What follows belongs to an exercise in optimizing a design on an open flow for small area; a production flow would make more cautious choices.
Function was checked by simulation only, so behaviour that the tests miss may differ from the original.
Power figures rest on the tool's default switching activity, not on a simulated workload.

// sd_decim
module sd_decim (
    input  wire         clk,
    input  wire         rst,         
    input  wire         enable,
    input  wire [1:0]   osr_sel,     
    input  wire [6:0]   oc_thr,
    input  wire         mod_tick,
    input  wire [5:0]   sd_in,
    output reg          main_valid,
    output reg  [149:0] main_data,
    output reg  [5:0]   main_clip,
    output reg          fast_valid,
    output reg  [26:0]  fast_data,
    output reg  [2:0]   oc_trip,
    output reg  [5:0]   sd_loss
);
==> module sd_lossdet, before the edit <==
module sd_lossdet (
    input  wire       act,
    input  wire       x,
    input  wire [5:0] run,
    input  wire       last,
    output wire [5:0] run_n,
    output wire       last_n,
    output wire       lost
);
    wire same = (run != 6'd0) && (x == last);
    wire [5:0] step = {run[4:0], run[5] ^ run[4]};
    assign run_n  = !act ? run : same ? step : 6'd1;
    assign last_n = act ? x : last;
    assign lost   = act && same && (run == 6'd32);
endmodule
==> module sd_decim, before the edit <==
module sd_decim (
    input  wire         clk,
    input  wire         rst,         
    input  wire         enable,
    input  wire [1:0]   osr_sel,     
    input  wire [6:0]   oc_thr,
    input  wire         mod_tick,
    input  wire [5:0]   sd_in,
    output reg          main_valid,
    output reg  [149:0] main_data,
    output reg  [5:0]   main_clip,
    output reg          fast_valid,
    output reg  [26:0]  fast_data,
    output reg  [2:0]   oc_trip,
    output reg  [5:0]   sd_loss
);
    wire clr  = rst || !enable;
    wire tick = mod_tick && !clr;
    reg        p1, p2, p3, p4, p5, p6;
    reg  [2:0] zc;                   
    reg        za, zb;               
    reg  [1:0] hc;                   
    reg        bc_hi;                
    reg  [2:0] xr0, xr1;             
    reg  [7:0] phase;                
    reg        primed;               
    wire       act    = p1 || p2 || p3;
    wire       act_bc = p1 || p2 || p3 || p4 || p5 || p6;
    wire       zero   = za;                      
    wire       zero_bc = zb;                     
    wire [8:0] osr      = 9'd32 << osr_sel;
    wire       main_end = (phase == osr[7:0] - 8'd1);
    wire       fast_end = (phase[3:0] == 4'd15);
    reg  [15:0] hf, hm;
    reg  [14:0] hl;
    reg  [15:0] hf0, hm0;
    always @(*) begin
        case (osr_sel)
            2'd0:    begin hf0 = 16'd528;   hm0 = 16'd496;   end
            2'd1:    begin hf0 = 16'd2080;  hm0 = 16'd2016;  end
            2'd2:    begin hf0 = 16'd8256;  hm0 = 16'd8128;  end
            default: begin hf0 = 16'd32896; hm0 = 16'd32640; end
        endcase
    end
    wire [8:0] n_i = osr - {1'b0, phase};           
    wire [9:0] n_2i = {1'b0, osr} - {1'b0, phase, 1'b0};    
    wire [15:0] hf_n, hm_n;
    wire [14:0] hl_n;
    sd_rca #(.W(16)) u_add_hf (
        .a(hf), .b(~{7'd0, n_i}), .ci(1'b1), .s(hf_n), .co()
    );
    sd_rca #(.W(16)) u_add_hm (
        .a(hm), .b({{6{n_2i[9]}}, n_2i}), .ci(1'b0), .s(hm_n), .co()
    );
    sd_rca #(.W(15)) u_add_hl (
        .a(hl), .b({7'd0, phase}), .ci(1'b0), .s(hl_n), .co()
    );
    always @(posedge clk) begin
        za <= clr || zc[2] && (zc[1] || zc[0]);    
        zb <= clr || zc[2] || zc[1];               
        if (clr) begin
            p1     <= 1'b0;
            p2     <= 1'b0;
            p3     <= 1'b0;
            p4     <= 1'b0;
            p5     <= 1'b0;
            p6     <= 1'b0;
            zc     <= 3'd6;
            hc     <= 2'd0;
            bc_hi  <= 1'b0;
            phase  <= 8'd0;
            primed <= 1'b0;
            hf     <= hf0;
            hm     <= hm0;
            hl     <= 15'd0;
            main_valid <= 1'b0;
            fast_valid <= 1'b0;
        end else begin
            p1 <= tick;
            p2 <= p1;
            p3 <= p2;
            p4 <= p3;
            p5 <= p4;
            p6 <= p5;
            if (zc != 3'd0)
                zc <= zc - 3'd1;
            hc <= (hc == 2'd2) ? 2'd0 : hc + 2'd1;
            if (hc == 2'd2)
                bc_hi <= !bc_hi;
            main_valid <= p3 && main_end;
            fast_valid <= p3 && fast_end;
            if (p3 && fast_end)
                primed <= 1'b1;
            if (p6) begin
                if (main_end) begin
                    phase <= 8'd0;
                    hf    <= hf0;
                    hm    <= hm0;
                    hl    <= 15'd0;
                end else begin
                    phase <= phase + 8'd1;
                    hf    <= hf_n;
                    hm    <= hm_n;
                    hl    <= hl_n;
                end
            end
        end
        if (tick)
            case (hc)
                2'd0:    begin xr0 <= {sd_in[0], sd_in[2], sd_in[1]};
                               xr1 <= {sd_in[3], sd_in[5], sd_in[4]}; end
                2'd1:    begin xr0 <= {sd_in[1], sd_in[0], sd_in[2]};
                               xr1 <= {sd_in[4], sd_in[3], sd_in[5]}; end
                default: begin xr0 <= sd_in[2:0];
                               xr1 <= sd_in[5:3]; end
            endcase
        else begin
            xr0 <= {xr0[0], xr0[2:1]};
            xr1 <= {xr1[0], xr1[2:1]};
        end
    end
    wire [4:0] fw = 5'd16 - {1'b0, phase[3:0]};    
    wire [24:0] sum0, sum1;
    wire        clip0, clip1, lost0, lost1;
    wire [8:0]  fsum;
    wire        fover;
    wire [23:0] b_out;
    wire        take = act_bc && main_end;
    sd_sinc3_bc u_bc (
        .clk(clk), .zero(zero_bc), .act(act_bc), .x(bc_hi ? xr1[0] : xr0[0]),
        .main_end(main_end), .hm(hm), .hl(hl), .b_out(b_out)
    );
    sd_sinc3 #(.FAST(1)) u_lane0 (
        .clk(clk), .zero(zero), .act(act), .x(xr0[0]),
        .main_end(main_end), .fast_end(fast_end),
        .take_b(take && !bc_hi), .b_in(b_out), .osr_sel(osr_sel),
        .hf(hf), .fp(phase[3:0]), .fw(fw), .oc_thr(oc_thr),
        .sum(sum0), .clip(clip0), .lost(lost0), .fsum(fsum), .fover(fover)
    );
    sd_sinc3 #(.FAST(0)) u_lane1 (
        .clk(clk), .zero(zero), .act(act), .x(xr1[0]),
        .main_end(main_end), .fast_end(fast_end),
        .take_b(take && bc_hi), .b_in(b_out), .osr_sel(osr_sel),
        .hf(hf), .fp(phase[3:0]), .fw(fw), .oc_thr(oc_thr),
        .sum(sum1), .clip(clip1), .lost(lost1), .fsum(), .fover()
    );
    wire ld_main = act && main_end;
    wire ld_fast = act && fast_end;
    wire [24:0] bus0 = clr ? 25'd0 : sum0;
    wire [24:0] bus1 = clr ? 25'd0 : sum1;
    wire        cb0  = clip0 && !clr;
    wire        cb1  = clip1 && !clr;
    wire [8:0]  fbus = clr ? 9'd0 : fsum;
    integer j;
    always @(posedge clk) begin
        for (j = 0; j < 3; j = j + 1) begin
            if (clr || (ld_main && hc == j)) begin
                main_data[25*j +: 25]      <= bus0;
                main_data[25*j + 75 +: 25] <= bus1;
                main_clip[j]     <= cb0;
                main_clip[j + 3] <= cb1;
            end
            if (clr || (ld_fast && hc == j))
                fast_data[9*j +: 9] <= fbus;
            if (clr)
                oc_trip[j] <= 1'b0;
            else if (ld_fast && hc == j && primed && fover)
                oc_trip[j] <= 1'b1;
            if (clr)
                sd_loss[j] <= 1'b0;
            else if (lost0 && hc == j)
                sd_loss[j] <= 1'b1;
            if (clr)
                sd_loss[j + 3] <= 1'b0;
            else if (lost1 && hc == j)
                sd_loss[j + 3] <= 1'b1;
        end
    end
endmodule
clock: 10.0 ns
lec_check: 0
cap_margin: 20
core_margin: 2
core_utilization: 80
cts_buf_list: sky130_fd_sc_hd__clkbuf_16
cts_cluster_diameter: 100
cts_cluster_size: 24
place_density: 0.88
slew_margin: 20
standard.sh (not shown) runs the stock make flow with config.mk's settings and CLKGATE_MAP_FILE= SYNTH_SCRIPT=/design/flow/synth_recipe.tcl, a recipe that flattens the netlist after the stock synthesis.
==> flow/flow/run.sh <==
#!/bin/bash
# The standard layout (standard.sh, unchanged synthesis and steps), with
# two changes: the port buffers are the smallest buffer, buf_1, and clock
# tree synthesis inserts no dummy loads. The whole ORFS output goes to
# standard.log in this folder; ORFS's per-step logs stay under orfs/logs.
export BUFFER_PORTS_ARGS="-buffer_cell sky130_fd_sc_hd__buf_1"
export CTS_ARGS="-sink_clustering_enable -repair_clock_nets -sink_clustering_size 24 -sink_clustering_max_diameter 100 -buf_list sky130_fd_sc_hd__clkbuf_16 -dont_use_dummy_load"
bash standard.sh > standard.log 2>&1
Change:
--- a/flow/design.v
+++ b/flow/design.v
@@ -197,8 +197,7 @@
 );
     wire same = (run != 6'd0) && (x == last);
-    wire [5:0] step = {run[4:0], run[5] ^ run[4]};
-    assign run_n  = !act ? run : same ? step : 6'd1;
+    assign run_n  = !act ? run : same ? run + 6'd1 : 6'd1;
     assign last_n = act ? x : last;
-    assign lost   = act && same && (run == 6'd32);
+    assign lost   = act && same && (run == 6'd63);
 endmodule
 module sd_decim (
@@ -222,5 +221,4 @@
     reg        p1, p2, p3, p4, p5, p6;
     reg  [2:0] zc;                   
-    reg        za, zb;               
     reg  [1:0] hc;                   
     reg        bc_hi;                
@@ -230,6 +228,6 @@
     wire       act    = p1 || p2 || p3;
     wire       act_bc = p1 || p2 || p3 || p4 || p5 || p6;
-    wire       zero   = za;                      
-    wire       zero_bc = zb;                     
+    wire       zero   = zc[2];                   
+    wire       zero_bc = zc != 3'd0;             
     wire [8:0] osr      = 9'd32 << osr_sel;
     wire       main_end = (phase == osr[7:0] - 8'd1);
@@ -260,6 +258,4 @@
     );
     always @(posedge clk) begin
-        za <= clr || zc[2] && (zc[1] || zc[0]);    
-        zb <= clr || zc[2] || zc[1];               
         if (clr) begin
             p1     <= 1'b0;
What happened: The changed run finished clean. Fmax climbs by 2.6%. Flip-flop and latch count drops by 2. Hold slack is worse by 0.0082 ns. Power is about the same. Setup slack is better by 0.25 ns. Clock-buffer cell count stays the same. Final area climbs by 0.37%. Non-clock buffer count climbs by 7. Sequential power stays flat. Die area is about the same. Critical path depth climbs by 2. Synthesized cell count drops by 0.43%. Cell count stays flat.

* * *

== build 42 ==
sd_decim again, from the RTL that the note above started with.
==> flow/config.mk <==
export PLATFORM = sky130hd
export DESIGN_NAME = sd_decim
export DESIGN_NICKNAME = sd_decim
export VERILOG_FILES = /design/flow/design.v
export SDC_FILE = /design/flow/constraint.sdc
export NUM_CORES = 4
export LEC_CHECK = 0
export CAP_MARGIN = 20
export CORE_MARGIN = 2
export CORE_UTILIZATION = 80
export CTS_BUF_LIST = sky130_fd_sc_hd__clkbuf_8
export CTS_CLUSTER_DIAMETER = 60
export CTS_CLUSTER_SIZE = 14
export PLACE_DENSITY = 0.88
export SLEW_MARGIN = 20
==> flow/constraint.sdc <==
create_clock -name core_clock -period 10.0 [get_ports {clk}]
set_input_delay 2.0000 -clock core_clock [delete_from_list [all_inputs] [get_ports {clk}]]
set_output_delay 2.0000 -clock core_clock [all_outputs]
set_load 0.01 [all_outputs]
==> flow/flow/run.sh <==
#!/bin/bash
# The standard layout (standard.sh, unchanged synthesis and steps), with
# two changes: the port buffers are the smallest buffer, buf_1, and clock
# tree synthesis inserts no dummy loads. The whole ORFS output goes to
# standard.log in this folder; ORFS's per-step logs stay under orfs/logs.
export BUFFER_PORTS_ARGS="-buffer_cell sky130_fd_sc_hd__buf_1"
export CTS_ARGS="-sink_clustering_enable -repair_clock_nets -sink_clustering_size 14 -sink_clustering_max_diameter 60 -buf_list sky130_fd_sc_hd__clkbuf_8 -dont_use_dummy_load"
bash standard.sh > standard.log 2>&1
Build 42: full flow OK, the timing, design-rule and antenna checks passed
diff inputs: build 42 => build 59
-- flow/design.v --
<<< build 42, line 228
    reg  [7:0] phase;                
    reg        primed;               
    wire       act    = p1 || p2 || p3;
    wire       act_bc = p1 || p2 || p3 || p4 || p5 || p6;
    wire       zero   = za;                      
    wire       zero_bc = zb;                     
>>> build 59, line 228
    reg  [7:0] phase;                
    reg        primed;               
    reg        act, act_bc;          
    wire       zero   = za;                      
    wire       zero_bc = zb;                     
<<< build 42, line 260
    );
    always @(posedge clk) begin
        za <= clr || zc[2] && (zc[1] || zc[0]);    
        zb <= clr || zc[2] || zc[1];               
>>> build 59, line 259
    );
    always @(posedge clk) begin
        act    <= !clr && (tick || p1 || p2);
        act_bc <= !clr && (tick || p1 || p2 || p3 || p4 || p5);
        za <= clr || zc[2] && (zc[1] || zc[0]);    
        zb <= clr || zc[2] || zc[1];               
Findings:
Build 59 finished every stage and its layout cleared the timing, design-rule and antenna checks. Via count on build 59 is behind build 42. Diff build 42 -> build 59: switching portion of total power rose by 0.17 points; non-clock buffer count rose by 1; power density over cell area stayed essentially flat. Build 59 vs. build 42: layout overhead on the synthesized area went up by 0.17 points. Looking at build 59 and build 42, the clock network area share is a wash. Build 59 vs build 42: length of routed wiring on met1 up by a few percent. Clock-buffer cell count (build 59 vs. build 42) increases slightly. Build 59 against build 42: cell area has increased, final critical-path share of the clock period has decreased.

## afterwards: timing with drivers on the ports
How much do the figures lean on ideal ports? The routed layouts below were timed once more, with nothing changed but the port constraints. Step 1 assumes that a clkbuf_16 drives the clock port and a buf_2 every other input. Step 2, shift: input delay + t, output delay - t, t = (earliest + latest rising clock arrival at the registers) / 2. This alone moves slack from input paths to output paths. Three values: no drivers, after step 1, after step 2; two values: the first two.
| run | t (ns) | setup slack, ns | clock arrival spread, ns |
|---|---|---|---|
| the first run of note 1 | 0.583 | 0.271 / 0.271 / 0.271 | 0.050 / 0.051 |
| the second run of note 1 | 0.597 | 0.517 / 0.517 / 0.517 | 0.075 / 0.075 |
| build 42 | 0.649 | 0.410 / 0.410 / 0.410 | 0.051 / 0.051 |
| build 59 | 0.637 | 0.976 / 0.976 / 0.976 | 0.057 / 0.057 |
After both steps setup and hold are still met in every run listed.
